From an optimization exercise on the open Yosys and OpenROAD flow, aimed at small area, a short achievable clock period and few clock cycles per item; shortcuts taken in it are not production practice. No functional check of the RTL was part of any run shown here. Power and IR drop assume default switching activity.

<file path="flow/config.mk">
export PLATFORM = sky130hd
export DESIGN_NAME = lath_eval
export DESIGN_NICKNAME = lath_eval
export VERILOG_FILES = /design/flow/design.v
export SDC_FILE = /design/flow/constraint.sdc
export NUM_CORES = 4
export LEC_CHECK = 0
export CAP_MARGIN = 20
export CORE_MARGIN = 2
export CORE_UTILIZATION = 60
export PLACE_DENSITY = 0.75
export SLEW_MARGIN = 20
</file>
<file path="flow/run.sh">
#!/bin/bash
# synth_recipe.tcl (not shown) runs the flow's synth.tcl, then flattens the netlist and writes it again
# the make line also repeats each setting of config.mk as NAME=value (left out here)
make -C /OpenROAD-flow-scripts/flow DESIGN_CONFIG=/design/flow/config.mk WORK_HOME=/design/flow/orfs CLKGATE_MAP_FILE= SYNTH_SCRIPT=/design/flow/synth_recipe.tcl finish
</file>
<file path="flow/design.v">
module lath_eval (
    input  wire        clk,
    input  wire        rst,
    input  wire [31:0] origin_x,       
    input  wire [31:0] origin_y,       
    input  wire [31:0] pitch_x,        
    input  wire [31:0] pitch_y,        
    input  wire [31:0] lath_pitch,     
    input  wire [31:0] phase_offset,   
    input  wire [15:0] slant_num,      
    input  wire [15:0] slant_den,      
    input  wire        in_valid,
    output wire        in_ready,
    input  wire [13:0] px,
    input  wire [12:0] py,
    input  wire [1:0]  stripe,
    input  wire [15:0] corr,           
    output reg         out_valid,
    output wire [6:0]  v,
    output reg  [31:0] m,
    output reg  [15:0] corr_o,
    output wire [47:0] xo,             
    output wire [47:0] yo              
);
    reg [31:0] lp_r;
    reg [33:0] lp3_r;                  
    reg [31:0] po_r;
    reg [34:0] pol_r;                  
    reg [15:0] den_r;
    reg [15:0] sn_r;
    reg [29:0] ox_r, oy_r;
    reg [18:0] ptx_r, pty_r;
    always @(posedge clk) begin
        lp_r  <= lath_pitch;
        lp3_r <= {2'b0, lp_r} + {1'b0, lp_r, 1'b0};
        po_r  <= phase_offset;
        pol_r <= {3'b0, po_r} + {1'b0, lp_r, 2'b00};
        den_r <= slant_den;
        sn_r  <= slant_num;
        ox_r  <= origin_x[29:0];
        oy_r  <= origin_y[29:0];
        ptx_r <= pitch_x[18:0];
        pty_r <= pitch_y[18:0];
    end
    reg  lnz;                          
    always @(posedge clk) lnz <= |lath_pitch;
    reg        a_free;
    reg        f_prei, f_pre, f_pk, f_pka, f_pkw, f_h0, f_h, f_p, f_c, f_done;
    reg [5:0]  a_cnt;
    reg        a_last;                 
    reg        pvalid;                 
    reg        yk;                     
    reg        acin_r;                 
    reg        rk;                     
    reg        rb;                     
    reg        b_busy;
    reg        b_pre;
    reg [4:0]  b_cnt;
    reg        b_last;                 
    reg        b_mcap;                 
    reg        b_vst;                  
    reg        o_org, o_run, o_dbl, o_xadd, o_yadd;
    reg        bl_r;                   
    reg        rdy_r;                  
    reg        f_pass;                 
    wire b_load   = bl_r;
    wire a_ready  = rdy_r;
    assign in_ready = rdy_r;
    wire accept   = in_valid & a_ready;
    wire b_loadk  = f_pka;             
    wire b_any    = b_load | b_loadk;
    wire inflight_n = accept | (~a_free & ~b_load) | b_load | (b_busy & ~b_last);
    wire f_c_n    = f_p;
    wire f_done_n = (f_c | f_done) & ~b_load;
    wire b_busy_n = b_any | (b_busy & ~b_last);
    wire b_last_n = ~b_any & b_busy & (b_cnt == 5'd14);
    wire bl_n     = (f_c_n | f_done_n) & (~b_busy_n | b_last_n);
    wire a_free_n = (a_free | b_load) & ~in_valid;
    wire pass_n   = (f_h & a_last) | f_p | f_done_n | f_pk;
    reg [13:0] pxa;
    reg [1:0]  sta;
    reg [12:0] pya;                    
    reg [15:0] corra;
    reg [46:0] acc;                    
    reg [15:0] rr;                     
    reg [1:0]  cq;                     
    reg [40:0] kq;                     
    reg [15:0] krem;
    wire [15:0] r_add  = ({16{rk}} & krem) | {15'd0, rb};
    wire [18:0] r_x    = {2'b0, rr, 1'b0};
    wire [18:0] r_y    = {3'b0, r_add};
    wire [18:0] r_z1   = ~{3'b0, den_r};
    wire [18:0] r_z2   = ~{2'b0, den_r, 1'b0};
    wire [18:0] r_t    = r_x + r_y;
    wire [18:0] r_s1   = (r_x ^ r_y ^ r_z1) + {(r_x & r_y) | (r_x & r_z1) | (r_y & r_z1), 1'b1};
    wire [18:0] r_s2   = (r_x ^ r_y ^ r_z2) + {(r_x & r_y) | (r_x & r_z2) | (r_y & r_z2), 1'b1};
    wire        c1     = ~r_s2[18];
    wire        c0     = ~c1 & ~r_s1[18];
    wire [15:0] r_next = c1 ? r_s2[15:0] : (c0 ? r_s1[15:0] : r_t[15:0]);
    wire [46:0] ay   = ({47{f_h0}} & ~({33'd0, pxa} << 11))
                     | ({47{yk}}   & {15'd0, kq[31:0]})
                     | ({47{f_p}}  & {12'd0, pol_r})
                     | ({47{f_c}}  & {{19{corra[15]}}, corra, 12'd0})
                     | ({47{f_pka}} & {1'b0, lp_r, 14'd0});
    wire        acin = acin_r;
    wire [46:0] ax   = ({47{f_h}} & {acc[45:0], cq[0]})
                     | ({47{f_h0}} & {20'd0, pxa, sta, 11'd0})
                     | ({47{f_pass}} & acc);
    wire        ax0  = ax[0];
    wire        as0  = ax0 ^ ay[0] ^ acin;
    wire        ak1  = (ax0 & ay[0]) | (ax0 & acin) | (ay[0] & acin) | (f_h & cq[1]);
    wire [45:0] ahi  = ax[46:1] + ay[46:1] + {45'd0, ak1};
    wire [46:0] asum = {ahi, as0};
    wire [15:0] nsn  = ~sn_r + 16'd1;                  
    wire        nsg  = ~sn_r[15] & (|sn_r);           
    reg [31:0] br;                     
    reg [21:0] bq;                     
    reg [13:0] pxb;
    reg [13:0] pyb;
    reg [15:0] corrb;
    reg [7:0]  vq;
    reg [39:0] xacc, yacc;
    reg [31:0] m_r;
    reg [15:0] corr_r;
    wire [33:0] bt  = {br, bq[21:20]};
    wire [34:0] bs1 = {1'b0, bt} - {3'b0, lp_r};
    wire [34:0] bs2 = {1'b0, bt} - {2'b0, lp_r, 1'b0};
    wire [34:0] bs3 = {1'b0, bt} - {1'b0, lp3_r};
    wire        g3  = ~bs3[34];
    wire        g2  = ~bs2[34];
    wire        g1  = ~bs1[34];
    wire [31:0] b_next = g3 ? bs3[31:0] : (g2 ? bs2[31:0] : (g1 ? bs1[31:0] : bt[31:0]));
    wire        qh  = g2;
    wire        ql  = g3 | (g1 & ~g2);
    wire [39:0] xx   = ({40{o_dbl}} & {xacc[38:0], 1'b0}) | ({40{o_org}} & xacc);
    wire [39:0] yx   = ({40{o_dbl}} & {yacc[38:0], 1'b0}) | ({40{o_org}} & yacc);
    wire [39:0] xy   = ({40{o_org}} & {{10{ox_r[29]}}, ox_r}) | ({40{o_xadd}} & {21'd0, ptx_r});
    wire [39:0] yy   = ({40{o_org}} & {{10{oy_r[29]}}, oy_r}) | ({40{o_yadd}} & {21'd0, pty_r});
    assign v  = vq[7:1];
    assign xo = {{8{xacc[39]}}, xacc};
    assign yo = {{8{yacc[39]}}, yacc};
    always @(*) begin
        m      = m_r;
        corr_o = corr_r;
    end
    always @(posedge clk) begin
        if (b_any) begin
            br <= {7'd0, asum[46:22]};
            bq <= asum[21:0];
        end else begin
            br <= b_next;
            bq <= {bq[19:0], 2'b00};
        end
        if (b_mcap & ~b_pre) begin
            m_r    <= b_next & {32{lnz}};
            corr_r <= corrb & {16{lnz}};
        end
        if (b_vst)
            vq <= {vq[5:0], qh & lnz, ql & lnz};
        if (o_run) begin
            xacc <= xx + xy;
            yacc <= yx + yy;
            if (~o_org) begin
                pxb <= {pxb[12:0], 1'b0};
                pyb <= {pyb[12:0], 1'b0};
            end
        end
        if (b_load) begin
            pxb   <= pxa;
            pyb   <= {1'b0, pya};
            corrb <= corra;
        end
    end
    always @(posedge clk) begin
        if (a_ready) begin
            pxa   <= px;
            sta   <= stripe;
            pya   <= py;
            corra <= corr;
            rr    <= 16'd0;
        end
        if (f_prei) begin
            kq <= {nsn, 24'd0, nsg};
            rr <= nsg ? den_r - 16'd1 : 16'd0;
        end
        if (f_pre) begin
            kq <= {kq[39:0], c0};
            rr <= r_next;
            if (a_last) begin
                krem <= r_next;
                rr   <= 16'd0;
            end
        end
        if (f_pk)
            acc <= {{6{kq[40]}}, kq};                    
        if (b_mcap & b_pre)
            kq <= {9'd0, b_next};
        if (f_h0 | (f_h & ~a_last)) begin
            rr  <= r_next;
            cq  <= {c1, c0};
            pya <= {pya[11:0], pya[12]};
        end
        if (f_h0 | f_h | f_p | f_c | f_pka)
            acc <= asum;
    end
    always @(posedge clk) begin
        if (rst) begin
            a_free <= 1'b1;
            bl_r   <= 1'b0;
            rdy_r  <= 1'b1;
            f_pass <= 1'b0;
            {f_prei, f_pre, f_pk, f_pka, f_pkw, f_h0, f_h, f_p, f_c, f_done} <= 10'd0;
            a_cnt  <= 6'd0;
            a_last <= 1'b0;
            pvalid <= 1'b0;
            yk     <= 1'b0;
            acin_r <= 1'b0;
            rk     <= 1'b0;
            rb     <= 1'b0;
            b_busy <= 1'b0;
            b_pre  <= 1'b0;
            b_cnt  <= 5'd0;
            {b_last, b_mcap, b_vst} <= 3'd0;
            {o_org, o_run, o_dbl, o_xadd, o_yadd} <= 5'd0;
            out_valid <= 1'b0;
        end else begin
            bl_r   <= bl_n;
            rdy_r  <= a_free_n | bl_n;
            f_pass <= pass_n;
            if (f_prei) begin
                f_prei <= 1'b0;
                f_pre  <= 1'b1;
            end
            if (f_pre & a_last) begin
                f_pre <= 1'b0;
                f_pk  <= 1'b1;
            end
            if (f_pk) begin
                f_pk  <= 1'b0;
                f_pka <= 1'b1;
            end
            if (f_pka) begin
                f_pka <= 1'b0;
                f_pkw <= 1'b1;
            end
            if (f_pkw & b_mcap) begin
                f_pkw  <= 1'b0;
                f_h0   <= 1'b1;
                pvalid <= 1'b1;
            end
            if (f_h0) begin
                f_h0 <= 1'b0;
                f_h  <= 1'b1;
            end
            if (f_h & a_last) begin
                f_h <= 1'b0;
                f_p <= 1'b1;
            end
            if (f_p) begin
                f_p <= 1'b0;
                f_c <= 1'b1;
            end
            if (f_c) begin
                f_c    <= 1'b0;
                f_done <= 1'b1;
            end
            if (b_load) begin
                f_done <= 1'b0;
                a_free <= 1'b1;
            end
            if (accept) begin
                a_free <= 1'b0;
                f_prei <= ~pvalid;
                f_h0   <= pvalid;
            end
            if (f_prei | f_h0)
                a_cnt <= 6'd0;
            else
                a_cnt <= a_cnt + 6'd1;
            a_last <= (f_pre & (a_cnt == 6'd38)) | (f_h & (a_cnt == 6'd11));
            yk     <= (f_h0 | (f_h & ~a_last)) & pya[12];
            acin_r <= (accept & pvalid) | (f_pkw & b_mcap) | (f_h & a_last & (|rr));
            rk     <= (accept & pvalid & py[12]) | (f_pkw & b_mcap & pya[12]) |
                      ((f_h0 | (f_h & (a_cnt <= 6'd10))) & pya[11]);
            rb     <= (f_prei & nsn[15]) | (f_pre & ~a_last & kq[39]);
            out_valid <= b_last & ~b_pre;
            if (b_any) begin
                b_busy <= 1'b1;
                b_pre  <= b_loadk;
                b_cnt  <= 5'd0;
            end else if (b_busy) begin
                b_cnt <= b_cnt + 5'd1;
                if (b_last)
                    b_busy <= 1'b0;
            end
            b_last  <= ~b_any & b_busy & (b_cnt == 5'd14);
            b_mcap  <= ~b_any & b_busy & (b_cnt == 5'd9);
            b_vst   <= ~b_any & b_busy & (b_cnt >= 5'd10) & (b_cnt <= 5'd13);
            o_org   <= ~b_any & b_busy & (b_cnt == 5'd5);
            o_run   <= b_load | (~b_any & b_busy & ~b_pre & (b_cnt < 5'd15));
            o_dbl   <= ~b_any & b_busy & (b_cnt < 5'd15) & (b_cnt != 5'd5);
            o_xadd  <= b_any ? pxa[13] :
                       (b_busy & (b_cnt != 5'd5) & ((b_cnt == 5'd14) | (o_org ? pxb[13] : pxb[12])));
            o_yadd  <= b_any ? 1'b0 :
                       (b_busy & (b_cnt != 5'd5) & ((b_cnt == 5'd14) | (o_org ? pyb[13] : pyb[12])));
            if (~inflight_n)
                pvalid <= 1'b0;
        end
    end
endmodule
</file>
<file path="flow/constraint.sdc">
create_clock -name core_clock -period 11.0 [get_ports {clk}]
set_input_delay 2.2000 -clock core_clock [delete_from_list [all_inputs] [get_ports {clk}]]
set_output_delay 2.2000 -clock core_clock [all_outputs]
set_load 0.01 [all_outputs]
</file>
==> results.toml, run 1 <==
[die]
die_x_um = 269.6
die_y_um = 269.6
core_area_um2 = 69910
dieArea_um2 = 72690
start_util_pct = 60.55
rows = 97
io_pins = 425

[logic_synthesis]
async_flop_share_pct = 0
synth_top_area_share_pct = 23.91
yosys_warnings = 1
synth_nets = 4990
yosys_register_bits = 707
syn_avg_cell_area_um2 = 9.758
synth_ff_type = "dfxtp_1"
yosysSeqAreaShare_pct = 41.40
ys_types = 97
syn_inst = 4338
synth_top_cell_by_area = "edfxtp_1"
synthTopCellsByArea = "edfxtp_1 (24%), dfxtp_1 (17%), ha_1 (10%)"
syn_area_um2 = 42330
synth_edf_count = 337

[sta]
fmax_mhz = 176.2
fin_skew_ps = 20.85
fin_crit_ps = 5676
drv_slew = 0
totalNegativeSetupSlack_ps = 0
post-route-period-util_pct = 51.60
timing_hold_violations_final = 0
worstMarginPinSlew_ps = 1233
setup_viol = 0
holdWs_ps = 328.6
relSlewSlack_pct = 17.81
rsz0062_at_grt = "false"

[grt]
grt_pass1_wl_um = 188600
antenna_found_initial = 2
gr-usage-all-layers_pct = 32.99
overflow = 0
grt_max_degree = 91
grt_pass1_vias = 33402

[power_and_ir_drop]
p_per_area_nw_per_um2 = 199.6
leakagePower_nw = 21.63
ir_worst_vdd_uv = 320.8

[clock_tree]
ctsHoldBuffers = 0
post_cts_resized = 0
htree_levels = 3
cts_tree = "built"
cts_root_buffer = "clkbuf_16"
clockBufferDepth = 3
numCtsBuffers = 79
clock_latency_ps = 640
post-cts-setup-buffers = 0
clkSinkCount = 707
cts.clk_slew.worst_paths_ps = 60

[setup_path]
critPathLaunchType = "flop"
cpMostUsedCell = "fa_1"
cp_max_fo = 32
critPathLaunch = "yk"
crit_buf_inv = 2
crit_chain = "buf_4, a221oi_1, fa_1, a21boi_0, fa_1, fa_1, nand2b_1, a21oi_1, a211oi_1, o41ai_2, buf_4, a311oi_1, o21a_1, o21ai_1, a41oi_1, o21ai_0, xnor2_1, a21oi_1"
end_kind = "flop"
crit_arrival_ps = 6050
slowest_stage = "a21boi_0"
cp_slowest_stage_delay_ps = 630
worstReg2RegStart = "yk"
cp_top_family = "compound AO/OA/AOI/OAI gates"
worstSetupPathType = "reg -> reg"
required_ps = 11370

[placement]
io_buffers = 394
dp_hpwl_um = 90630
gp_congestion = 0.9532

[route]
vias = 34603
drtIter0Drc = 3323
wl_per_cell_um = 21.55
drc = 0
via_per_inst = 6.091
first_pass_iters = 8
wl_um = 122400
drtAntennaViolNets = 0

[worst_hold_path]
min-delay-start = "po_r[1]"
hp-class = "reg -> reg"

[cells_and_area]
syn2layout_area_growth_pct = 17.37
nets = 5326
drive_gt1_share_pct = 6.457

[run_status]
status = "timing/DRC/antenna clean"

[job]
maxCapViolations = 0
## kinds of logic after synthesis
family	count (synthesis)	share of synthesized area (%)
DFF	707	41.40
adders and majority gates	380	11.99
buffers and inverters	443	4.218
muxes	109	2.755
and+or+nand+nor	1142	12.79
AOI/OAI and AO/OA	1252	20.53
xor gates and xnor gates	305	6.311
## cell usage after synthesis, types with 15 or more instances
master     count
nand2_1      380
dfxtp_1      370
edfxtp_1     337
ha_1         337
a21oi_1      314
nor2_1       273
inv_1        267
xnor2_1      196
o21ai_0      161
a21o_1       158
a22o_1       146
clkbuf_1     116
xor2_1       109
nand3_1       94
and2_1        85
mux2_2        60
nor3_1        54
mux2i_1       49
and3_1        44
a31oi_1       43
fa_1          43
nand2b_1      41
nor2b_1       36
o21ai_1       36
o21bai_1      36
o21a_1        34
a211oi_1      33
a22oi_1       31
buf_4         29
nand4_1       29
o211ai_1      29
or3_1         28
a222oi_1      24
or2_2         20
buf_1         19
nor4_1        19
a221o_1       17
o2bb2ai_1     15
## stage by stage
| step | setup WS (ps) | utilization (%) | instances | power (mW) | instance area, um^2 |
|---|---|---|---|---|---|
| 6_report | 5324 | 71.07 | 5681 | 9.916 | 49690 |
| 2_1_floorplan | 6205 | - | 4338 | 5.835 | 42330 |
| 4_1_cts | 5529 | 71.04 | 5678 | 9.862 | 49670 |
| 3_5_place_dp | 5575 | 67.21 | 5532 | 7.141 | 46990 |
| 3_3_place_gp | 5563 | 67.21 | 5532 | 7.103 | 46990 |
| 5_1_grt | 5172 | 71.07 | 5680 | 10.39 | 49680 |
## layout by cell type (no fill, tap or decap), types with 85 or more instances in the layout
master,netlist,routed
inv_1,267,267
a22o_1,146,146
dfxtp_1,370,363
nand2_1,380,380
a21oi_1,314,313
xor2_1,109,109
a21o_1,158,158
clkdlybuf4s50_1,0,394
nor2_1,273,272
clkbuf_16,0,86
nand3_1,94,94
edfxtp_1,337,337
xnor2_1,196,196
and2_1,85,85
ha_1,337,337
o21ai_0,161,161
## cell type report
class / instances / area, um^2
fill: 5441 / 20220
clock buffer: 112 / 2370
timing repair buffer: 430 / 4214
inverter: 268 / 1006
multi-input combinational: 3188 / 23060
antenna: 2 / 5.005
sequential: 707 / 17540
clock inverter: 34 / 310.3
tap: 940 / 1176
## routing by layer
layer	part of all wire (%)	vias to the layer above	track usage, %
li1	-	16547	-
met1	42	16520	42.70
met2	47	1256	54.80
met3	6.8	280	4.934
met4	4.7	0	14.82
met5	0	-	0
## registers in the layout, indices dropped and copies added (netlist names), 16 cells and up
name    cells
acc        47
kq         41
xacc       40
yacc       40
pol_r      35
lp3_r      34
br         32
lp_r       32
m_r        32
po_r       32
ox_r       30
oy_r       30
bq         22
ptx_r      19
pty_r      19
corr_r     16
corra      16
corrb      16
den_r      16
krem       16
rr         16
sn_r       16
## worst paths after layout
path                            endpoint  cells after the start  slack [ps]
worst max register to register   acc[45]                     18        5320
worst min-delay path            pol_r[1]                      0         330
worst min register to register  pol_r[1]                      0         330
worst max-delay path             acc[45]                     18        5320
## report_power, final
part | switching [mW] | total (mW) | internal (mW)
combinational | 2.42 | 3.92 | 1.50
clock | 1.11 | 2.71 | 1.60
sequential | 0.226 | 3.28 | 3.06
==> run 2, diff against run 1 <==
--- a/flow/design.v
+++ b/flow/design.v
@@ -32,7 +32,12 @@
     reg [18:0] ptx_r, pty_r;
+    wire [33:0] lp3_s;
+    wire [34:0] pol_s;
+    wire        lp3_co, pol_co;
+    add_sk #(34) u_lp3 (.a({2'b0, lp_r}), .b({1'b0, lp_r, 1'b0}), .cin(1'b0), .s(lp3_s), .co(lp3_co));
+    add_sk #(35) u_pol (.a({3'b0, po_r}), .b({1'b0, lp_r, 2'b00}), .cin(1'b0), .s(pol_s), .co(pol_co));
     always @(posedge clk) begin
         lp_r  <= lath_pitch;
-        lp3_r <= {2'b0, lp_r} + {1'b0, lp_r, 1'b0};
+        lp3_r <= lp3_s;
         po_r  <= phase_offset;
-        pol_r <= {3'b0, po_r} + {1'b0, lp_r, 2'b00};
+        pol_r <= pol_s;
         den_r <= slant_den;
@@ -93,5 +98,11 @@
     wire [18:0] r_z2   = ~{2'b0, den_r, 1'b0};
-    wire [18:0] r_t    = r_x + r_y;
-    wire [18:0] r_s1   = (r_x ^ r_y ^ r_z1) + {(r_x & r_y) | (r_x & r_z1) | (r_y & r_z1), 1'b1};
-    wire [18:0] r_s2   = (r_x ^ r_y ^ r_z2) + {(r_x & r_y) | (r_x & r_z2) | (r_y & r_z2), 1'b1};
+    wire [18:0] r_t, r_s1, r_s2;
+    wire        r_co0, r_co1, r_co2;
+    add_sk #(19) u_rt  (.a(r_x), .b(r_y), .cin(1'b0), .s(r_t), .co(r_co0));
+    add_sk #(19) u_rs1 (.a(r_x ^ r_y ^ r_z1),
+                        .b({(r_x[17:0] & r_y[17:0]) | (r_x[17:0] & r_z1[17:0]) | (r_y[17:0] & r_z1[17:0]), 1'b1}),
+                        .cin(1'b0), .s(r_s1), .co(r_co1));
+    add_sk #(19) u_rs2 (.a(r_x ^ r_y ^ r_z2),
+                        .b({(r_x[17:0] & r_y[17:0]) | (r_x[17:0] & r_z2[17:0]) | (r_y[17:0] & r_z2[17:0]), 1'b1}),
+                        .cin(1'b0), .s(r_s2), .co(r_co2));
     wire        c1     = ~r_s2[18];
@@ -111,3 +122,5 @@
     wire        ak1  = (ax0 & ay[0]) | (ax0 & acin) | (ay[0] & acin) | (f_h & cq[1]);
-    wire [45:0] ahi  = ax[46:1] + ay[46:1] + {45'd0, ak1};
+    wire [45:0] ahi;
+    wire        a_co;
+    add_sk #(46) u_acc (.a(ax[46:1]), .b(ay[46:1]), .cin(ak1), .s(ahi), .co(a_co));
     wire [46:0] asum = {ahi, as0};
@@ -125,5 +138,7 @@
     wire [33:0] bt  = {br, bq[21:20]};
-    wire [34:0] bs1 = {1'b0, bt} - {3'b0, lp_r};
-    wire [34:0] bs2 = {1'b0, bt} - {2'b0, lp_r, 1'b0};
-    wire [34:0] bs3 = {1'b0, bt} - {1'b0, lp3_r};
+    wire [34:0] bs1, bs2, bs3;
+    wire        bc1, bc2, bc3;
+    add_sk #(35) u_bs1 (.a({1'b0, bt}), .b(~{3'b0, lp_r}), .cin(1'b1), .s(bs1), .co(bc1));
+    add_sk #(35) u_bs2 (.a({1'b0, bt}), .b(~{2'b0, lp_r, 1'b0}), .cin(1'b1), .s(bs2), .co(bc2));
+    add_sk #(35) u_bs3 (.a({1'b0, bt}), .b(~{1'b0, lp3_r}), .cin(1'b1), .s(bs3), .co(bc3));
     wire        g3  = ~bs3[34];
@@ -138,2 +153,6 @@
     wire [39:0] yy   = ({40{o_org}} & {{10{oy_r[29]}}, oy_r}) | ({40{o_yadd}} & {21'd0, pty_r});
+    wire [39:0] xsum, ysum;
+    wire        x_co, y_co;
+    add_sk #(40) u_xo (.a(xx), .b(xy), .cin(1'b0), .s(xsum), .co(x_co));
+    add_sk #(40) u_yo (.a(yx), .b(yy), .cin(1'b0), .s(ysum), .co(y_co));
     assign v  = vq[7:1];
@@ -160,4 +179,4 @@
         if (o_run) begin
-            xacc <= xx + xy;
-            yacc <= yx + yy;
+            xacc <= xsum;
+            yacc <= ysum;
             if (~o_org) begin
@@ -310 +329,29 @@
 endmodule
+module add_sk #(parameter W = 32) (
+    input  wire [W-1:0] a,
+    input  wire [W-1:0] b,
+    input  wire         cin,
+    output wire [W-1:0] s,
+    output wire         co
+);
+    localparam LV = $clog2(W + 1);
+    wire [(LV+1)*(W+1)-1:0] g, p;
+    assign g[W:0] = {a & b, cin};
+    assign p[W:0] = {a ^ b, 1'b0};
+    genvar l, i;
+    generate
+        for (l = 0; l < LV; l = l + 1) begin : lv
+            for (i = 0; i <= W; i = i + 1) begin : bt
+                if ((i >> l) & 1) begin : c
+                    assign g[(l+1)*(W+1)+i] = g[l*(W+1)+i] | (p[l*(W+1)+i] & g[l*(W+1)+(((i>>l)<<l)-1)]);
+                    assign p[(l+1)*(W+1)+i] = p[l*(W+1)+i] & p[l*(W+1)+(((i>>l)<<l)-1)];
+                end else begin : t
+                    assign g[(l+1)*(W+1)+i] = g[l*(W+1)+i];
+                    assign p[(l+1)*(W+1)+i] = p[l*(W+1)+i];
+                end
+            end
+        end
+    endgenerate
+    assign s  = (a ^ b) ^ g[LV*(W+1) +: W];
+    assign co = g[LV*(W+1) + W];
+endmodule
==> run 2 against run 1 <==
Sequential share of layout area up 1.8 points; synthesized cell count down 11%; hold slack improved by 65 ps; clock skew rose by 4.1 ps; critical path depth is 6 lower; maximum frequency grew 13%; largest power group unchanged; highest routed layer is now met5; combinational power decreased by 15%; clock power down 4%; critical endpoint is now kq[24].
==> results.toml, run 2 <==
[run_status]
status = "timing/DRC/antenna clean"

[power_and_ir_drop]
p_per_area_nw_per_um2 = 194.8
ir_worst_vdd_uv = 190.9
leakagePower_nw = 20.41

[placement]
gp_congestion = 0.9695
dpl.cell_count = 5011
dp_hpwl_um = 82220
io_buffers = 394
dp_worst_setup_slack_ps = 6055

[sta]
setup_viol = 0
relSlewSlack_pct = 17.60
fin_crit_ps = 5015
totalNegativeSetupSlack_ps = 0
drv_slew = 0
fmax_mhz = 199.4
fin_ws_ps = 5985
worstMarginPinSlew_ps = 1230
post-route-period-util_pct = 45.59
rsz0062_at_grt = "false"
timing_hold_violations_final = 0
fin_skew_ps = 24.97

[route]
wl_per_cell_um = 21.47
wl_um = 110800
drtAntennaViolNets = 0
vias = 31107
first_pass_iters = 7
via_per_inst = 6.027
drc = 0
drtIter0Drc = 2587

[grt]
grt_pass1_vias = 29982
gr-usage-all-layers_pct = 31.40
grt_max_degree = 83
antenna_found_initial = 12
grt_use_met3_pct = 5.864
overflow = 0
gr-usage-met2_pct = 50.66
grt_busiest_layer = "met2"
grt_pass1_wl_um = 166800
grtUsageMet1_pct = 41.29

[clock_tree]
clock_latency_ps = 630
post-cts-setup-buffers = 0
clkSinkCount = 707
post_cts_resized = 0
cts.clk_slew.worst_paths_ps = 60
cts_root_buffer = "clkbuf_16"
numCtsBuffers = 76
htree_levels = 3
clockBufferDepth = 3
ctsHoldBuffers = 0
cts_tree = "built"

[die]
rows = 94
start_util_pct = 60.72
core_area_um2 = 65860
die_y_um = 262.2
io_pins = 425
die_x_um = 262.2
dieArea_um2 = 68740

[logic_synthesis]
synth_top_area_share_pct = 25.30
synth_top_cell_by_area = "edfxtp_1"
yosys_warnings = 1
syn_avg_cell_area_um2 = 10.32
yosys.cell_count.top_type = "dfxtp_1"
ys_types = 90
synthTopCellsByArea = "edfxtp_1 (25%), dfxtp_1 (19%), ha_1 (11%)"
syn_inst = 3874
yosys_register_bits = 707
synth_edf_count = 337
syn_area_um2 = 39990
synth_nets = 4559
synth_ff_type = "dfxtp_1"
synth_common_cells = "dfxtp_1 (370), ha_1 (338), edfxtp_1 (337)"
yosysSeqAreaShare_pct = 43.83
async_flop_share_pct = 0

[setup_path]
cp_max_fo = 29
r2r_slack_ps = 5990
end_kind = "flop"
worstSetupPathType = "reg -> reg"
crit_arrival_ps = 5350
required_ps = 11330
critPathLaunchType = "flop"

[cells_and_area]
reg.largest.list = "acc: 47 flops, kq: 41 flops"
syn2layout_area_growth_pct = 18.08
layout_common_cells = "clkdlybuf4s50_1 (394), dfxtp_1 (363), ha_1 (338), edfxtp_1 (337), nand2_1 (287)"
drive_gt1_share_pct = 6.132
layout_commonest_cell = "clkdlybuf4s50_1"
regArea_um2 = 17540
multi_input_area_um2 = 20750
largest_reg_flops = 47
nets = 4911
fin_cells = 5161
regMostFlops = "acc"
fill_cells = 4946

[job]
maxCapViolations = 0

[worst_hold_path]
hp-class = "reg -> reg"
run 2: cell types whose count changed after synthesis, sizes merged, moves of 19 or more:
cell   change
nand2     -92
fa        +32
a21oi     -84
nand3     -28
or3       -19
and3      -19
xnor2     -42
o21ai     -39
a21o      -52
run 2: path summary, 6_finish.rpt:
kind | depth (start not counted) | to | startpoint
worst min-delay path | 0 | pol_r[1] | po_r[1]
worst min register to register | 0 | pol_r[1] | po_r[1]
worst max-delay path | 12 | kq[24] | lp_r[15]
worst max register to register | 12 | kq[24] | lp_r[15]
run 2: worst max-delay path, stage by stage, from the launching register on:
cell and delay, ps:
dfxtp_1 660, inv_1 200, ha_1 410, a21oi_1 290, o22ai_1 210, a221oi_1 550
nand4b_1 220, a31o_2 170, and2_1 120, buf_4 370, nand2_1 390, o21ai_0 900
o21ai_0 190
run 2: metrics by stage:
| step | cell area, um^2 | util [%] | hold WS, ps | total power [mW] |
|---|---|---|---|---|
| after detailed placement | 44620 | 67.75 | 404.9 | 6.576 |
| after global placement | 44620 | 67.75 | 397.9 | 6.535 |
| after global routing | 47220 | 71.70 | 397.2 | 9.644 |
| after CTS | 47180 | 71.63 | 389.4 | 9.182 |
| after floorplan | 39990 | - | 309.6 | 5.500 |
| final | 47220 | 71.70 | 394.0 | 9.199 |
run 2: cell families (layout without fill, tap and decap cells):
| family | count (synthesis) | after routing | share of synthesized area, % |
|---|---|---|---|
| buffers and inverters | 433 | 848 | 4.386 |
| multiplexers | 107 | 107 | 2.841 |
| AO/OA/AOI/OAI | 1008 | 1008 | 17.74 |
| flip-flops | 707 | 707 | 43.83 |
| adder cells (fa/ha/maj) | 413 | 413 | 14.33 |
| AND/OR/NAND/NOR | 945 | 945 | 11.16 |
| XOR/XNOR | 261 | 261 | 5.716 |
| other | 0 | 8 | 0 |
run 2: layer usage:
layer | part of all wire [%] | vias up
met5 | 0.035 | -
met1 | 42 | 14856
met4 | 4.5 | 6
li1 | - | 14788
met3 | 7.7 | 274
met2 | 46 | 1183
run 2: layout make-up:
type                            count  area share (%)
Antenna cell                        8         0.04239
Clock inverter                     34          0.6359
Inverter                          277           2.202
Clock buffer                      107           4.777
Sequential cell                   707           37.14
Timing Repair Buffer              430           8.966
Tap cell                          864           2.289
Multi-Input combinational cell   2734           43.94
run 2: report_power, final:
part	internal (mW)	switching [mW]	leakage [nW]
clock network	1.51	1.09	1.26
registers	3.05	0.230	6.25
logic	1.31	2.01	12.9
==> run 3, diff against run 2 <==
--- a/flow/design.v
+++ b/flow/design.v
@@ -26,6 +26,4 @@
     reg [33:0] lp3_r;                  
-    reg [31:0] po_r;
     reg [34:0] pol_r;                  
     reg [15:0] den_r;
-    reg [15:0] sn_r;
     reg [29:0] ox_r, oy_r;
@@ -36,3 +34,3 @@
     add_sk #(34) u_lp3 (.a({2'b0, lp_r}), .b({1'b0, lp_r, 1'b0}), .cin(1'b0), .s(lp3_s), .co(lp3_co));
-    add_sk #(35) u_pol (.a({3'b0, po_r}), .b({1'b0, lp_r, 2'b00}), .cin(1'b0), .s(pol_s), .co(pol_co));
+    add_sk #(35) u_pol (.a({3'b0, phase_offset}), .b({1'b0, lp_r, 2'b00}), .cin(1'b0), .s(pol_s), .co(pol_co));
     always @(posedge clk) begin
@@ -40,6 +38,4 @@
         lp3_r <= lp3_s;
-        po_r  <= phase_offset;
         pol_r <= pol_s;
         den_r <= slant_den;
-        sn_r  <= slant_num;
         ox_r  <= origin_x[29:0];
@@ -66,3 +62,3 @@
     reg        b_vst;                  
-    reg        o_org, o_run, o_dbl, o_xadd, o_yadd;
+    reg        o_org, o_pass, o_dbl, o_x2, o_xadd, o_yadd;
     reg        bl_r;                   
@@ -76,2 +72,3 @@
     wire b_any    = b_load | b_loadk;
+    wire b_run    = b_busy & ~b_pre;   
     wire inflight_n = accept | (~a_free & ~b_load) | b_load | (b_busy & ~b_last);
@@ -126,9 +123,8 @@
     wire [46:0] asum = {ahi, as0};
-    wire [15:0] nsn  = ~sn_r + 16'd1;                  
-    wire        nsg  = ~sn_r[15] & (|sn_r);           
+    wire [15:0] nsn  = ~slant_num + 16'd1;             
+    wire        nsg  = ~slant_num[15] & (|slant_num);  
     reg [31:0] br;                     
     reg [21:0] bq;                     
-    reg [13:0] pxb;
-    reg [13:0] pyb;
-    reg [15:0] corrb;
+    reg [11:0] pxb;
+    reg [11:0] pyb;
     reg [7:0]  vq;
@@ -149,4 +145,5 @@
     wire        ql  = g3 | (g1 & ~g2);
-    wire [39:0] xx   = ({40{o_dbl}} & {xacc[38:0], 1'b0}) | ({40{o_org}} & xacc);
-    wire [39:0] yx   = ({40{o_dbl}} & {yacc[38:0], 1'b0}) | ({40{o_org}} & yacc);
+    wire [39:0] xx   = ({40{o_dbl}} & {xacc[38:0], 1'b0}) | ({40{o_pass}} & xacc)
+                     | ({40{o_x2}} & {20'd0, ptx_r, 1'b0});
+    wire [39:0] yx   = ({40{o_dbl}} & {yacc[38:0], 1'b0}) | ({40{o_pass}} & yacc);
     wire [39:0] xy   = ({40{o_org}} & {{10{ox_r[29]}}, ox_r}) | ({40{o_xadd}} & {21'd0, ptx_r});
@@ -174,3 +171,2 @@
             m_r    <= b_next & {32{lnz}};
-            corr_r <= corrb & {16{lnz}};
         end
@@ -178,14 +174,12 @@
             vq <= {vq[5:0], qh & lnz, ql & lnz};
-        if (o_run) begin
-            xacc <= xsum;
-            yacc <= ysum;
-            if (~o_org) begin
-                pxb <= {pxb[12:0], 1'b0};
-                pyb <= {pyb[12:0], 1'b0};
-            end
+        xacc <= xsum;
+        yacc <= ysum;
+        if (o_dbl) begin
+            pxb <= {pxb[10:0], 1'b0};
+            pyb <= {pyb[10:0], 1'b0};
         end
         if (b_load) begin
-            pxb   <= pxa;
-            pyb   <= {1'b0, pya};
-            corrb <= corra;
+            pxb   <= pxa[11:0];
+            pyb   <= pya[11:0];
+            corr_r <= corra & {16{lnz}};
         end
@@ -214,2 +208,4 @@
             acc <= {{6{kq[40]}}, kq};                    
+        else
+            acc <= asum;
         if (b_mcap & b_pre)
@@ -221,4 +217,2 @@
         end
-        if (f_h0 | f_h | f_p | f_c | f_pka)
-            acc <= asum;
     end
@@ -242,3 +236,4 @@
             {b_last, b_mcap, b_vst} <= 3'd0;
-            {o_org, o_run, o_dbl, o_xadd, o_yadd} <= 5'd0;
+            {o_org, o_dbl, o_x2, o_xadd, o_yadd} <= 5'd0;
+            o_pass <= 1'b1;
             out_valid <= 1'b0;
@@ -304,3 +299,3 @@
             rb     <= (f_prei & nsn[15]) | (f_pre & ~a_last & kq[39]);
-            out_valid <= b_last & ~b_pre;
+            out_valid <= ~b_any & b_busy & ~b_pre & (b_cnt == 5'd14);
             if (b_any) begin
@@ -317,9 +312,13 @@
             b_vst   <= ~b_any & b_busy & (b_cnt >= 5'd10) & (b_cnt <= 5'd13);
-            o_org   <= ~b_any & b_busy & (b_cnt == 5'd5);
-            o_run   <= b_load | (~b_any & b_busy & ~b_pre & (b_cnt < 5'd15));
-            o_dbl   <= ~b_any & b_busy & (b_cnt < 5'd15) & (b_cnt != 5'd5);
-            o_xadd  <= b_any ? pxa[13] :
-                       (b_busy & (b_cnt != 5'd5) & ((b_cnt == 5'd14) | (o_org ? pxb[13] : pxb[12])));
-            o_yadd  <= b_any ? 1'b0 :
-                       (b_busy & (b_cnt != 5'd5) & ((b_cnt == 5'd14) | (o_org ? pyb[13] : pyb[12])));
+            o_x2    <= b_load & pxa[13];
+            o_org   <= ~b_any & b_run & (b_cnt == 5'd4);
+            o_dbl   <= ~b_any & b_run & (b_cnt <= 5'd13) & (b_cnt != 5'd4);
+            o_pass  <= ~(b_load | (~b_any & b_run & (b_cnt <= 5'd13))) |
+                       (~b_any & b_run & (b_cnt == 5'd4));
+            o_xadd  <= b_load ? pxa[12] :
+                       (~b_any & b_run & (b_cnt <= 5'd13) & (b_cnt != 5'd4) &
+                        ((b_cnt == 5'd13) | (o_dbl ? pxb[10] : pxb[11])));
+            o_yadd  <= b_load ? pya[12] :
+                       (~b_any & b_run & (b_cnt <= 5'd13) & (b_cnt != 5'd4) &
+                        ((b_cnt == 5'd13) | (o_dbl ? pyb[10] : pyb[11])));
             if (~inflight_n)
==> run 3 against run 2 <==
Routed wire length is 3.1% lower; critical path depth stayed put; sequential share of layout area is 3.9 points lower; total power is 2.4% higher; maximum frequency is 6.0% lower; area after synthesis is 6.5% lower; hold slack better by 27 ps.
==> results.toml, run 3 <==
[run_status]
status = "timing/DRC/antenna clean"

[sta]
totalNegativeSetupSlack_ps = 0
holdWs_ps = 421.4
fmax_mhz = 187.4
rsz0062_at_grt = "false"
fin_skew_ps = 14.24
fin_crit_ps = 5336
worstMarginPinSlew_ps = 1041
relSlewSlack_pct = 30.13
timing_hold_violations_final = 0
drv_slew = 0
setup_viol = 0
post-route-period-util_pct = 48.51

[logic_synthesis]
synthTopCellsByArea = "dfxtp_1 (24%), edfxtp_1 (15%), ha_1 (11%)"
yosysSeqAreaShare_pct = 39.36
async_flop_share_pct = 0
yosys_register_bits = 640
synth_top_area_share_pct = 24.03
yosys.cell_count.top_type = "dfxtp_1"
yosys_warnings = 1
syn_avg_cell_area_um2 = 9.739
synth_edf_count = 191
synth_nets = 4527
ys_types = 99
syn_inst = 3841
synth_common_cells = "dfxtp_1 (449), ha_1 (339), inv_1 (298)"
synth_top_cell_by_area = "dfxtp_1"
synth_ff_type = "dfxtp_1"
syn_area_um2 = 37410

[clock_tree]
clockBufferDepth = 3
clkSinkCount = 640
cts.clk_slew.worst_paths_ps = 60
cts_root_buffer = "clkbuf_16"
post_cts_resized = 0
numCtsBuffers = 72
post-cts-setup-buffers = 0
clock_latency_ps = 630
ctsHoldBuffers = 0
htree_levels = 3
cts_tree = "built"

[setup_path]
crit_chain = "inv_1, ha_1, a21oi_1, a21oi_1, o311ai_1, a211oi_2, o21ai_2, nand3_2, nand2_2, o311ai_0, a31oi_1, o21ai_0"
r2r_cells = 12
critPathLaunchType = "flop"
end_kind = "flop"
slowest_stage = "a31oi_1"
cpMostUsedCell = "a21oi_1"
worstSetupPathType = "reg -> reg"
cp_max_fo = 36
required_ps = 11330
cp_slowest_stage_delay_ps = 890
crit_arrival_ps = 5660

[cells_and_area]
fill_cells = 4874
largest_reg_flops = 47
regArea_um2 = 14730
drive_gt1_share_pct = 6.330
layout_commonest_cell = "dfxtp_1"
nets = 4863
regMostFlops = "acc"
reg.largest.list = "acc: 47 flops, kq: 41 flops"
syn2layout_area_growth_pct = 18.52
layout_common_cells = "dfxtp_1 (441), clkdlybuf4s50_1 (394), ha_1 (339), inv_1 (298), nor2_1 (286)"
multi_input_area_um2 = 20820

[power_and_ir_drop]
p_per_area_nw_per_um2 = 212.5
total_power_mw = 9.422
ir_worst_vdd_uv = 194.9
leakagePower_nw = 19.29

[worst_hold_path]
hold_depth = 0
hp-class = "reg -> reg"

[grt]
grt_pass1_vias = 28707
antenna_found_initial = 15
gr-usage-all-layers_pct = 32.79
overflow = 0
grt_max_degree = 81
grt_pass1_wl_um = 163400

[die]
io_pins = 425
core_area_um2 = 61710
start_util_pct = 60.61
die_y_um = 253.7
die_x_um = 253.7
dieArea_um2 = 64360
rows = 91

[route]
wl_um = 107400
drc = 0
drtAntennaViolNets = 0
via_per_inst = 5.994
drtIter0Drc = 2613
met2WireLength_um = 49720
vias = 30474
wl_met1_um = 44760
first_pass_iters = 10
wl_met3_um = 8830
wl_per_cell_um = 21.12
highest_layer = "met5"

[job]
maxCapViolations = 0

[placement]
gp_congestion = 0.9560
dp_hpwl_um = 81060
io_buffers = 394
-- run 3: cell types whose count changed after synthesis, sizes merged, moves of 21 or more --
cell / delta
buf: +21
dfxtp: +79
nand2: -22
a21o: -24
nor2: +26
inv: +23
edfxtp: -146
-- run 3: area by class of cell --
class	instances	share of cell area (%)
diodes	13	0.07338
repair buffers	424	9.403
inverters	299	2.543
clock buffers	98	4.561
well taps	837	2.362
flip-flops and latches	640	33.23
multi-input cells	2740	46.97
clock inverters	33	0.8551
-- run 3: routing by layer --
layer	global-route usage, %	vias up
met4	12.94	8
met1	43.47	14496
met5	0	-
met3	6.064	255
met2	53.16	1186
li1	-	14529
-- run 3: final timing paths --
check,slack [ps],end,start
worst min register to register,420,vq[2],vq[0]
worst min-delay path,420,vq[2],vq[0]
worst max register to register,5660,kq[11],lp_r[2]
worst max-delay path,5660,kq[11],lp_r[2]
-- run 3: where the power goes --
part	internal [mW]	leakage (nW)	switching [mW]	total, mW
Combinational	1.56	12.6	2.35	3.92
Sequential	2.79	5.56	0.256	3.04
Clock	1.44	1.17	1.02	2.46
-- run 3: cells by family (layout without fill, tap and decap cells) --
family	Yosys count	after routing	share of synthesized area (%)
AO/OA/AOI/OAI	997	997	19.02
multiplexers	96	96	2.729
AND/OR/NAND/NOR	980	980	12.54
buffers and inverters	461	854	5.071
other	0	13	0
adder cells (fa/ha/maj)	414	414	15.35
XOR/XNOR	253	253	5.924
flip-flops	640	640	39.36
-- run 3: critical path: cells and delay by family, from the launching register on --
| kind | cells | cell delay (ps) |
|---|---|---|
| AOI/OAI and AO/OA | 8 | 3030 |
| and+or+nand+nor | 2 | 880 |
| DFF | 1 | 580 |
| adders and majority gates | 1 | 350 |
| buffers and inverters | 1 | 180 |
-- run 3: metrics by stage --
step,util (%),area (um^2),std cells,setup slack [ps]
after detailed placement,67.90,41900,4940,5036
after global placement,67.90,41900,4940,5073
after global routing,71.83,44330,5080,5385
after floorplan,-,37410,3841,6087
after CTS,71.79,44300,5071,5686
final,71.84,44340,5084,5664
==> run 4, diff against run 3 <==
--- a/flow/config.mk
+++ b/flow/config.mk
@@ -7,2 +7,3 @@
 export LEC_CHECK = 0
+export ABC_AREA = 1
 export CAP_MARGIN = 20
==> run 4 against run 3 <==
Total power grew 3.6%; design area grew 6.1%; critical endpoint is now br[11]; largest cell class unchanged; first-iteration DRC count grew 12%; clock power grew 2%.
==> results.toml, run 4 <==
[logic_synthesis]
synth_ff_type = "dfxtp_1"
ys_types = 71
syn_avg_cell_area_um2 = 7.664
async_flop_share_pct = 0
synth_top_area_share_pct = 22.44
yosys.cell_count.top_type = "nand2_1"
syn_inst = 5227
yosys_register_bits = 640
synth_common_cells = "nand2_1 (1,475), inv_1 (792), dfxtp_1 (449)"
synth_nets = 5913
synth_top_cell_by_area = "dfxtp_1"
synth_edf_count = 191
yosys_warnings = 1
syn_area_um2 = 40060
synthTopCellsByArea = "dfxtp_1 (22%), edfxtp_1 (14%), nand2_1 (14%)"
yosysSeqAreaShare_pct = 36.75

[setup_path]
required_ps = 11560
cp_max_fo = 30
crit_arrival_ps = 5330
end_kind = "flop"
worstSetupPathType = "reg -> reg"
critPathLaunchType = "flop"

[die]
start_util_pct = 60.72
core_area_um2 = 65980
die_y_um = 262.4
dieArea_um2 = 68850
io_pins = 425
die_x_um = 262.4
rows = 94

[cells_and_area]
nets = 6251
drive_gt1_share_pct = 4.444
layout_common_cells = "nand2_1 (1,475), inv_1 (791), dfxtp_1 (445), nand3_1 (420), clkdlybuf4s50_1 (394)"
regMostFlops = "acc"
layout_commonest_cell = "nand2_1"
syn2layout_area_growth_pct = 17.40
largest_reg_flops = 47
fill_cells = 5429
reg.largest.list = "acc: 47 flops, kq: 41 flops"

[route]
wl_um = 117100
drc = 0
wl_per_cell_um = 18.03
via_per_inst = 5.583
drtAntennaViolNets = 0
drtIter0Drc = 2924
first_pass_iters = 6
vias = 36242

[clock_tree]
htree_levels = 3
post-cts-setup-buffers = 0
clock_latency_ps = 640
numCtsBuffers = 72
cts_tree = "built"
clkSinkCount = 640
cts.clk_slew.worst_paths_ps = 60
post_cts_resized = 0
clockBufferDepth = 3
ctsHoldBuffers = 0
cts_root_buffer = "clkbuf_16"

[sta]
drv_slew = 0
holdWs_ps = 427.5
post-route-period-util_pct = 43.37
rsz0062_at_grt = "false"
fin_skew_ps = 29.66
timing_hold_violations_final = 0
setup_viol = 0
relSlewSlack_pct = 29.78
fin_ws_ps = 6229
fmax_mhz = 209.6
totalNegativeSetupSlack_ps = 0
fin_crit_ps = 4771
worstMarginPinSlew_ps = 1053

[placement]
gp_congestion = 0.9519
io_buffers = 394
dp_worst_setup_slack_ps = 5983
dp_hpwl_um = 88080

[power_and_ir_drop]
leakagePower_nw = 23.13
p_per_area_nw_per_um2 = 207.6
total_power_mw = 9.764
ir_worst_vdd_uv = 251.0

[grt]
antenna_found_initial = 3
gr-usage-all-layers_pct = 33.37
grt_pass1_vias = 34578
grt_pass1_wl_um = 183800
overflow = 0
grt_max_degree = 64

[worst_hold_path]
hp-class = "reg -> reg"

[job]
maxCapViolations = 0

[run_status]
status = "timing/DRC/antenna clean"
==> run 4: cell count changes after synthesis, moves of 45 or more <==
cell	previous run	this run
nand3_1	63	420
and2_1	72	2
a22o_1	128	34
inv_1	298	792
mux2_2	48	0
nand2_1	265	1475
mux2i_1	48	0
a21o_1	81	36
xnor2_1	154	57
o22ai_1	10	88
==> run 4: cells by family (layout without fill, tap and decap cells) <==
kind of cell	count (synthesis)	count (layout)	synth area share, %
AOI/OAI and AO/OA	684	684	10.78
xor gates and xnor gates	159	159	3.476
adders and majority gates	414	414	14.34
buffers and inverters	959	1357	9.435
DFF	640	640	36.75
other	0	2	0
and+or+nand+nor	2371	2371	25.22
==> run 4: report_power, final <==
group	internal [mW]	total (mW)	switching [mW]	leakage, nW
Sequential	2.81	3.07	0.263	5.57
Clock	1.46	2.50	1.04	1.19
Combinational	1.57	4.19	2.63	16.4
Total	5.84	9.76	3.92	23.1
==> run 4: area by class of cell <==
cell class,count,area [um^2],area share (%)
antenna,2,5.005,0.01064
clock buffer,104,2107,4.480
clock inverter,30,334.1,0.7103
inverter,802,3013,6.406
multi-input combinational,3628,21590,45.90
sequential,640,14730,31.32
tap,864,1081,2.299
timing repair buffer,421,4174,8.875
==> run 4: final timing paths <==
path                             start  endpoint  slack [ps]  cells after the start
worst max-delay path            f_pass    br[11]        6230                     20
worst min-delay path            bq[17]    bq[19]         430                      2
worst max register to register  f_pass    br[11]        6230                     20
worst min register to register  bq[17]    bq[19]         430                      2
==> run 4: metal layers <==
| metal | global-route usage [%] | wire [um] |
|---|---|---|
| met1 | 42.53 | 48160 |
| met2 | 56.22 | 54450 |
| met3 | 4.582 | 8790 |
| met4 | 15.55 | 5655 |
| met5 | 0 | 12 |
==> run 4: through the flow <==
stage,cells,instance area [um^2],utilization (%)
floorplan,5227,40060,-
global placement,6353,44540,67.51
detailed placement,6353,44540,67.51
CTS,6487,46980,71.21
global route,6490,47030,71.28
finish,6491,47030,71.28
==> run 4: critical path: stages (launching register included) <==
cell and delay [ps]:
dfxtp_1 900, inv_1 100, buf_4 290, o21ai_0 220, inv_1 80, fa_1 360
nand2_1 140, fa_1 190, inv_1 100, nor2_1 160, a211oi_2 80, o21ai_2 250
nand3_1 130, nand2_2 210, nand2_1 90, nand2_2 280, inv_1 110, fa_1 440
xnor2_1 240, nand2_1 180, nand2_1 110
==> run 5, diff against run 4 <==
--- a/flow/design.v
+++ b/flow/design.v
@@ -48,3 +48,3 @@
     reg        a_free;
-    reg        f_prei, f_pre, f_pk, f_pka, f_pkw, f_h0, f_h, f_p, f_c, f_done;
+    reg        f_prei, f_pre, f_pk, f_pka, f_pkw, f_kml, f_h0, f_h, f_p, f_c, f_done;
     reg [5:0]  a_cnt;
@@ -169,3 +169,3 @@
         end
-        if (b_mcap & ~b_pre) begin
+        if (b_mcap) begin
             m_r    <= b_next & {32{lnz}};
@@ -210,4 +210,4 @@
             acc <= asum;
-        if (b_mcap & b_pre)
-            kq <= {9'd0, b_next};
+        if (f_kml)
+            kq <= {9'd0, m_r};
         if (f_h0 | (f_h & ~a_last)) begin
@@ -224,3 +224,3 @@
             f_pass <= 1'b0;
-            {f_prei, f_pre, f_pk, f_pka, f_pkw, f_h0, f_h, f_p, f_c, f_done} <= 10'd0;
+            {f_prei, f_pre, f_pk, f_pka, f_pkw, f_kml, f_h0, f_h, f_p, f_c, f_done} <= 11'd0;
             a_cnt  <= 6'd0;
@@ -260,3 +260,7 @@
             if (f_pkw & b_mcap) begin
-                f_pkw  <= 1'b0;
+                f_pkw <= 1'b0;
+                f_kml <= 1'b1;
+            end
+            if (f_kml) begin
+                f_kml  <= 1'b0;
                 f_h0   <= 1'b1;
@@ -295,4 +299,4 @@
             yk     <= (f_h0 | (f_h & ~a_last)) & pya[12];
-            acin_r <= (accept & pvalid) | (f_pkw & b_mcap) | (f_h & a_last & (|rr));
-            rk     <= (accept & pvalid & py[12]) | (f_pkw & b_mcap & pya[12]) |
+            acin_r <= (accept & pvalid) | f_kml | (f_h & a_last & (|rr));
+            rk     <= (accept & pvalid & py[12]) | (f_kml & pya[12]) |
                       ((f_h0 | (f_h & (a_cnt <= 6'd10))) & pya[11]);
@@ -335,3 +339,4 @@
 );
-    localparam LV = $clog2(W + 1);
+    localparam LV = (W + 1 <= 2)  ? 1 : (W + 1 <= 4)  ? 2 : (W + 1 <= 8)  ? 3 :
+                    (W + 1 <= 16) ? 4 : (W + 1 <= 32) ? 5 : (W + 1 <= 64) ? 6 : 7;
     wire [(LV+1)*(W+1)-1:0] g, p;
==> run 5 against run 4 <==
Register-to-register slack worse by 420 ps; flip-flop and latch count is 1 higher; highest routed layer unchanged; die area is 0.64% lower; cell count down 1.3%; synthesized cell count fell by 1.5%; hold slack improved by 3.7 ps; worst setup slack got worse by 420 ps; largest power group unchanged; total power down 3.5%; via count shrank 2.5%; clock-buffer cell count shrank 13; routed wire length is 2.6% lower; still clean; critical path type unchanged; sequential power about the same.
==> results.toml, run 5 <==
[clock_tree]
ctsHoldBuffers = 0
cts_tree = "built"
cts_root_buffer = "clkbuf_16"
post-cts-setup-buffers = 0
htree_levels = 3
clkSinkCount = 641
cts.clk_slew.worst_paths_ps = 70
clockBufferDepth = 3
post_cts_resized = 0
numCtsBuffers = 73
clock_latency_ps = 620

[route]
drtIter0Drc = 3057
wl_per_cell_um = 17.79
wl_um = 114000
drc = 0
drtAntennaViolNets = 0
via_per_inst = 5.512
first_pass_iters = 6
vias = 35328

[logic_synthesis]
synthMuxAreaShare_pct = 0
syn_avg_cell_area_um2 = 7.733
yosys.cell_count.top_type = "nand2_1"
yosysSeqAreaShare_pct = 37.05
syn_inst = 5147
synth_compound_area_share_pct = 10.95
synth_top_cell_by_area = "dfxtp_1"
synth_top_family_by_area = "simple AND/OR/NAND/NOR gates"
synth_xor_xnor_area_share_pct = 3.873
synth_ff_type = "dfxtp_1"
async_flop_share_pct = 0
synth_nets = 5833
yosys_warnings = 1
yosys_register_bits = 641
ys_types = 68
synthTopCellsByArea = "dfxtp_1 (23%), edfxtp_1 (14%), nand2_1 (13%)"
synth_common_cells = "nand2_1 (1,403), inv_1 (776), dfxtp_1 (450)"
synth_edf_count = 191
syn_area_um2 = 39800
synth-simple-area-share_pct = 24.26
synth_fa_ha_area_share_pct = 14.43
synth_top_area_share_pct = 22.64

[sta]
worstMarginPinSlew_ps = 1063
post-route-period-util_pct = 47.15
fmax_mhz = 192.8
fin_skew_ps = 21.39
relSlewSlack_pct = 29.12
setup_viol = 0
fin_crit_ps = 5187
rsz0062_at_grt = "false"
totalNegativeSetupSlack_ps = 0
drv_slew = 0
timing_hold_violations_final = 0

[cells_and_area]
post-route-util_pct = 71.05
layout_commonest_cell = "nand2_1"
fill_cells = 5419
fin_cells = 6409
regMostFlops = "acc"
nets = 6171
reg.largest.list = "acc: 47 flops, kq: 41 flops"
largest_reg_flops = 47
syn2layout_area_growth_pct = 17.37
drive_gt1_share_pct = 4.582
layout_common_cells = "nand2_1 (1,403), inv_1 (775), dfxtp_1 (443), nand3_1 (414), clkdlybuf4s50_1 (394)"
final_area_um2 = 46710

[placement]
dp_hpwl_um = 87180
io_buffers = 394
dpl.cell_count = 6274
gp_congestion = 0.9326
place_area_um2 = 44250

[grt]
grt_pass1_vias = 33177
antenna_found_initial = 1
grt_pass1_wl_um = 176400
grt_max_degree = 63
gr-usage-all-layers_pct = 32.86
overflow = 0

[die]
core_area_um2 = 65750
rows = 94
dieArea_um2 = 68410
start_util_pct = 60.54
io_pins = 425
die_x_um = 261.6
die_y_um = 261.6

[worst_hold_path]
hp-class = "reg -> reg"

[power_and_ir_drop]
ir_worst_vdd_uv = 139.0
leakagePower_nw = 22.91
p_per_area_nw_per_um2 = 201.6

[run_status]
status = "timing/DRC/antenna clean"

[setup_path]
required_ps = 11570
cp_max_fo = 32
critPathLaunchType = "flop"
worstSetupPathType = "reg -> reg"
end_kind = "flop"
crit_arrival_ps = 5750

[job]
maxCapViolations = 0
[run 5: cell count changes in the layout (fill, tap and decap cells not counted), sizes merged, moves of 10 or more]
cell	before	now
xor2	102	114
clkbuf	104	91
o21ai	117	127
nand3	445	427
nand2	1499	1436
inv	800	790
[run 5: metal layers]
metal  track usage [%]  routed length, um
met1             42.76              47730
met2             55.97              53540
met3             4.888               8796
met4             11.13               3900
met5                 0                 13
[run 5: path summary, 6_finish.rpt]
path,start,depth (start not counted),end,slack (ps)
worst max register to register,f_h,15,br[10],5810
worst min-delay path,bq[8],2,bq[10],430
worst max-delay path,f_h,15,br[10],5810
worst min register to register,bq[8],2,bq[10],430
[run 5: cell type report]
class / count / area (um^2) / share of cell area (%)
multi-input combinational: 3560 / 21310 / 45.61
sequential: 641 / 14750 / 31.58
timing repair buffer: 422 / 4154 / 8.892
inverter: 787 / 2954 / 6.324
clock buffer: 91 / 2029 / 4.344
tap: 864 / 1081 / 2.314
clock inverter: 43 / 431.7 / 0.9241
antenna: 1 / 2.502 / 0.005357
[run 5: power breakdown]
group	total [mW]	switching (mW)	leakage, nW	internal (mW)
combinational	3.84	2.33	16.1	1.51
clock	2.50	1.03	1.21	1.46
sequential	3.08	0.270	5.58	2.81
total	9.42	3.63	22.9	5.78
[run 5: logic make-up after synthesis]
kind of cell             Yosys count
AO/OA/AOI/OAI                    693
XOR/XNOR                         176
adder cells (fa/ha/maj)          414
buffers and inverters            946
flip-flops                       641
AND/OR/NAND/NOR                 2277
[run 5: metrics by stage]
step | power, mW | worst slack [ps] | hold slack (ps)
after floorplan | 5.831 | 6929 | 400.3
after global placement | 6.782 | 6076 | 415.1
after detailed placement | 6.876 | 6036 | 424.8
after CTS | 9.385 | 6276 | 434.5
after global routing | 10.03 | 5387 | 457.0
final | 9.418 | 5813 | 431.2
[run 5: critical path, cell delays in order, from the launching register on]
cell	delay (ps)
dfxtp_1	920
clkinv_1	1120
o22ai_1	500
fa_1	230
inv_1	70
nor2_1	140
a211oi_2	80
o21ai_2	240
nand3_1	120
nand2_2	230
nand2_1	100
nand2_2	300
inv_2	110
fa_1	500
or2_2	370
nand2_1	80
==> run 6, diff against run 5 <==
--- a/flow/design.v
+++ b/flow/design.v
@@ -28,4 +28,2 @@
     reg [15:0] den_r;
-    reg [29:0] ox_r, oy_r;
-    reg [18:0] ptx_r, pty_r;
     wire [33:0] lp3_s;
@@ -40,6 +38,2 @@
         den_r <= slant_den;
-        ox_r  <= origin_x[29:0];
-        oy_r  <= origin_y[29:0];
-        ptx_r <= pitch_x[18:0];
-        pty_r <= pitch_y[18:0];
     end
@@ -146,6 +140,6 @@
     wire [39:0] xx   = ({40{o_dbl}} & {xacc[38:0], 1'b0}) | ({40{o_pass}} & xacc)
-                     | ({40{o_x2}} & {20'd0, ptx_r, 1'b0});
+                     | ({40{o_x2}} & {20'd0, pitch_x[18:0], 1'b0});
     wire [39:0] yx   = ({40{o_dbl}} & {yacc[38:0], 1'b0}) | ({40{o_pass}} & yacc);
-    wire [39:0] xy   = ({40{o_org}} & {{10{ox_r[29]}}, ox_r}) | ({40{o_xadd}} & {21'd0, ptx_r});
-    wire [39:0] yy   = ({40{o_org}} & {{10{oy_r[29]}}, oy_r}) | ({40{o_yadd}} & {21'd0, pty_r});
+    wire [39:0] xy   = ({40{o_org}} & {{10{origin_x[29]}}, origin_x[29:0]}) | ({40{o_xadd}} & {21'd0, pitch_x[18:0]});
+    wire [39:0] yy   = ({40{o_org}} & {{10{origin_y[29]}}, origin_y[29:0]}) | ({40{o_yadd}} & {21'd0, pitch_y[18:0]});
     wire [39:0] xsum, ysum;
@@ -339,4 +333,3 @@
 );
-    localparam LV = (W + 1 <= 2)  ? 1 : (W + 1 <= 4)  ? 2 : (W + 1 <= 8)  ? 3 :
-                    (W + 1 <= 16) ? 4 : (W + 1 <= 32) ? 5 : (W + 1 <= 64) ? 6 : 7;
+    localparam LV = $clog2(W + 1);
     wire [(LV+1)*(W+1)-1:0] g, p;
--- a/flow/config.mk
+++ b/flow/config.mk
@@ -7,3 +7,2 @@
 export LEC_CHECK = 0
-export ABC_AREA = 1
 export CAP_MARGIN = 20
==> run 6 against run 5 <==
Still clean on timing, DRC and antenna; sequential power decreased by 13%; critical endpoint is now br[15]; routed wire length decreased by 0.94%; clock skew increased by 4.7 ps; utilization increased by 1.1 points.
==> results.toml, run 6 <==
[run_status]
status = "timing/DRC/antenna clean"

[clock_tree]
htree_levels = 2
ctsHoldBuffers = 0
clock_latency_ps = 650
clkSinkCount = 543
cts_tree = "built"
post-cts-setup-buffers = 0
post_cts_resized = 0
cts.clk_slew.worst_paths_ps = 60
cts_root_buffer = "clkbuf_16"
numCtsBuffers = 58
clockBufferDepth = 3

[logic_synthesis]
synth_top_area_share_pct = 19.99
synth_common_cells = "dfxtp_1 (352), ha_1 (339), inv_1 (311)"
synth_top_cell_by_area = "dfxtp_1"
synthTopCellsByArea = "dfxtp_1 (20%), edfxtp_1 (16%), ha_1 (12%)"
syn_avg_cell_area_um2 = 9.620
syn_area_um2 = 35250
async_flop_share_pct = 0
ys_types = 92
synth_edf_count = 191
synth_nets = 4350
synth_ff_type = "dfxtp_1"
yosys.cell_count.top_type = "dfxtp_1"
yosys_warnings = 1
syn_inst = 3664
yosys_register_bits = 543
yosysSeqAreaShare_pct = 36.27

[route]
vias = 30455
drtAntennaViolNets = 0
wl_per_cell_um = 23.48
wl_um = 112900
drc = 0
drtIter0Drc = 2721
first_pass_iters = 9
via_per_inst = 6.333

[die]
start_util_pct = 60.86
dieArea_um2 = 60700
io_pins = 425
rows = 88
die_x_um = 246.4
core_area_um2 = 57920
die_y_um = 246.4

[sta]
worstMarginPinSlew_ps = 1021
fin_skew_ps = 26.10
relSlewSlack_pct = 31.93
fin_ws_ps = 5496
timing_hold_violations_final = 0
post-route-period-util_pct = 50.04
totalNegativeSetupSlack_ps = 0
fin_crit_ps = 5504
drv_slew = 0
rsz0062_at_grt = "false"
fmax_mhz = 181.7
setup_viol = 0

[power_and_ir_drop]
ir_worst_vdd_uv = 210.1
p_per_area_nw_per_um2 = 201.8
total_power_mw = 8.426
leakagePower_nw = 18.36

[grt]
grt_max_degree = 69
gr-usage-all-layers_pct = 36.20
grt_pass1_wl_um = 170200
antenna_found_initial = 8
grt_pass1_vias = 29822
overflow = 0

[setup_path]
required_ps = 11470
critPathLaunchType = "flop"
end_kind = "flop"
r2r_slack_ps = 5500
crit_arrival_ps = 5980
r2r_cells = 15
worstReg2RegStart = "f_p"
reg2reg_to = "br[15]"
worstSetupPathType = "reg -> reg"
cp_max_fo = 25

[placement]
io_buffers = 394
dp_hpwl_um = 85350
dp_worst_setup_slack_ps = 4970
gp_congestion = 0.9884
dpl.cell_count = 4696

[worst_hold_path]
hold_depth = 2
hp-class = "reg -> reg"
min-delay-start = "bq[4]"
holdPathEnd = "bq[6]"

[cells_and_area]
fin_cells = 4809
nets = 4677
layout_common_cells = "clkdlybuf4s50_1 (394), dfxtp_1 (344), ha_1 (339), inv_1 (311), nand2_1 (229)"
largest_reg_flops = 47
fill_cells = 4350
reg.largest.list = "acc: 47 flops, kq: 41 flops"
post-route-util_pct = 72.10
layout_commonest_cell = "clkdlybuf4s50_1"
regArea_um2 = 12790
drive_gt1_share_pct = 6.313
regMostFlops = "acc"
multi_input_area_um2 = 20590
syn2layout_area_growth_pct = 18.48

[job]
maxCapViolations = 0
run 6: worst max path at each step:
stage / from / endpoint / cells after the start
2_1_floorplan: pitch_x[11] / xacc[39] / 13
3_3_place_gp: pitch_x[7] / xacc[39] / 14
3_5_place_dp: pitch_x[7] / xacc[39] / 14
4_1_cts: pitch_x[7] / xacc[39] / 14
5_1_grt: f_p / br[15] / 15
6_report: f_p / br[15] / 15
run 6: logic make-up (layout without fill, tap and decap cells):
family / after synthesis / in the layout / synth area share (%)
xor+xnor: 272 / 272 / 6.759
simple gates: 842 / 842 / 11.67
buf+inv: 473 / 848 / 5.389
compound gates: 1014 / 1014 / 20.38
mux: 106 / 106 / 3.245
fa+ha+maj: 414 / 414 / 16.29
other cells: 0 / 5 / 0
flops: 543 / 543 / 36.27
run 6: power breakdown:
part	total (mW)	internal, mW	switching [mW]
Sequential	2.67	2.41	0.259
Clock	2.09	1.21	0.881
Combinational	3.67	1.53	2.14
run 6: worst max-delay path, cell delays in order (launching register included):
cell      delay, ps
dfxtp_1         470
buf_4           320
a221oi_1        430
fa_1            240
nand2_1          80
fa_1            510
a211oi_1        370
o211a_1         300
o22a_1          200
o211ai_1        400
nand3_1         340
a21boi_0        180
o311ai_0        580
nor2b_1         240
xor2_1          490
o22ai_1         180
run 6: routing by layer:
layer  GRT usage (%)  vias up  part of all wire [%]
li1                -    13988                     -
met1           46.81    14734                    40
met2           60.11     1419                    47
met3           6.296      310                   9.1
met4           14.58        4                   4.2
met5               0        -                 0.040
run 6: through the flow:
step	area (um^2)	hold slack, ps
finish	41760	430.0
floorplan	35250	391.8
CTS	41740	432.1
global route	41750	459.4
detailed placement	39700	417.0
global placement	39700	412.4
run 6: layout make-up:
cell class,count,area share (%)
antenna,5,0.02996
clock buffer,82,4.183
clock inverter,26,0.7011
inverter,314,2.822
multi-input combinational,2648,49.32
sequential,543,30.63
tap,765,2.292
timing repair buffer,426,10.02

## static timing again, ports no longer ideal
The results above use ideal ports. As a check the final layouts listed here were re-extracted and re-timed, cells and wires unchanged. Step 1 assumes that a clkbuf_16 drives the clock port and a buf_2 every other input. Step 2 also shifts input and output timing later by t, the mid clock arrival at the registers, as if the neighbouring blocks saw the same clock. a / b / c = ideal ports / drivers / drivers and shift; a / b = the first two.
| run | t, ns | setup WS [ns] | latest minus earliest clock arrival (ns) | worst register clock-pin slew, ns | worst data-port slew with drivers (ns) |
|---|---|---|---|---|---|
| run 1 | 0.702 | 5.324 / 5.324 / 5.324 | 0.022 / 0.021 | 0.06 / 0.06 | 0.08 |
| run 2 | 0.684 | 5.985 / 5.985 / 5.985 | 0.025 / 0.025 | 0.06 / 0.06 | 0.11 |
| run 3 | 0.685 | 5.664 / 5.664 / 5.031 | 0.016 / 0.016 | 0.07 / 0.07 | 0.11 |
| run 4 | 0.691 | 6.229 / 6.229 / 5.896 | 0.031 / 0.030 | 0.07 / 0.07 | 0.10 |
| run 5 | 0.676 | 5.813 / 5.813 / 5.813 | 0.023 / 0.022 | 0.07 / 0.07 | 0.13 |
| run 6 | 0.706 | 5.496 / 5.496 / 4.908 | 0.027 / 0.027 | 0.07 / 0.07 | 0.15 |
After both steps every run listed still meets setup and hold. The setup slack of run 3, which loses most, moves by 0.000 ns with the drivers and by -0.633 ns with both steps.
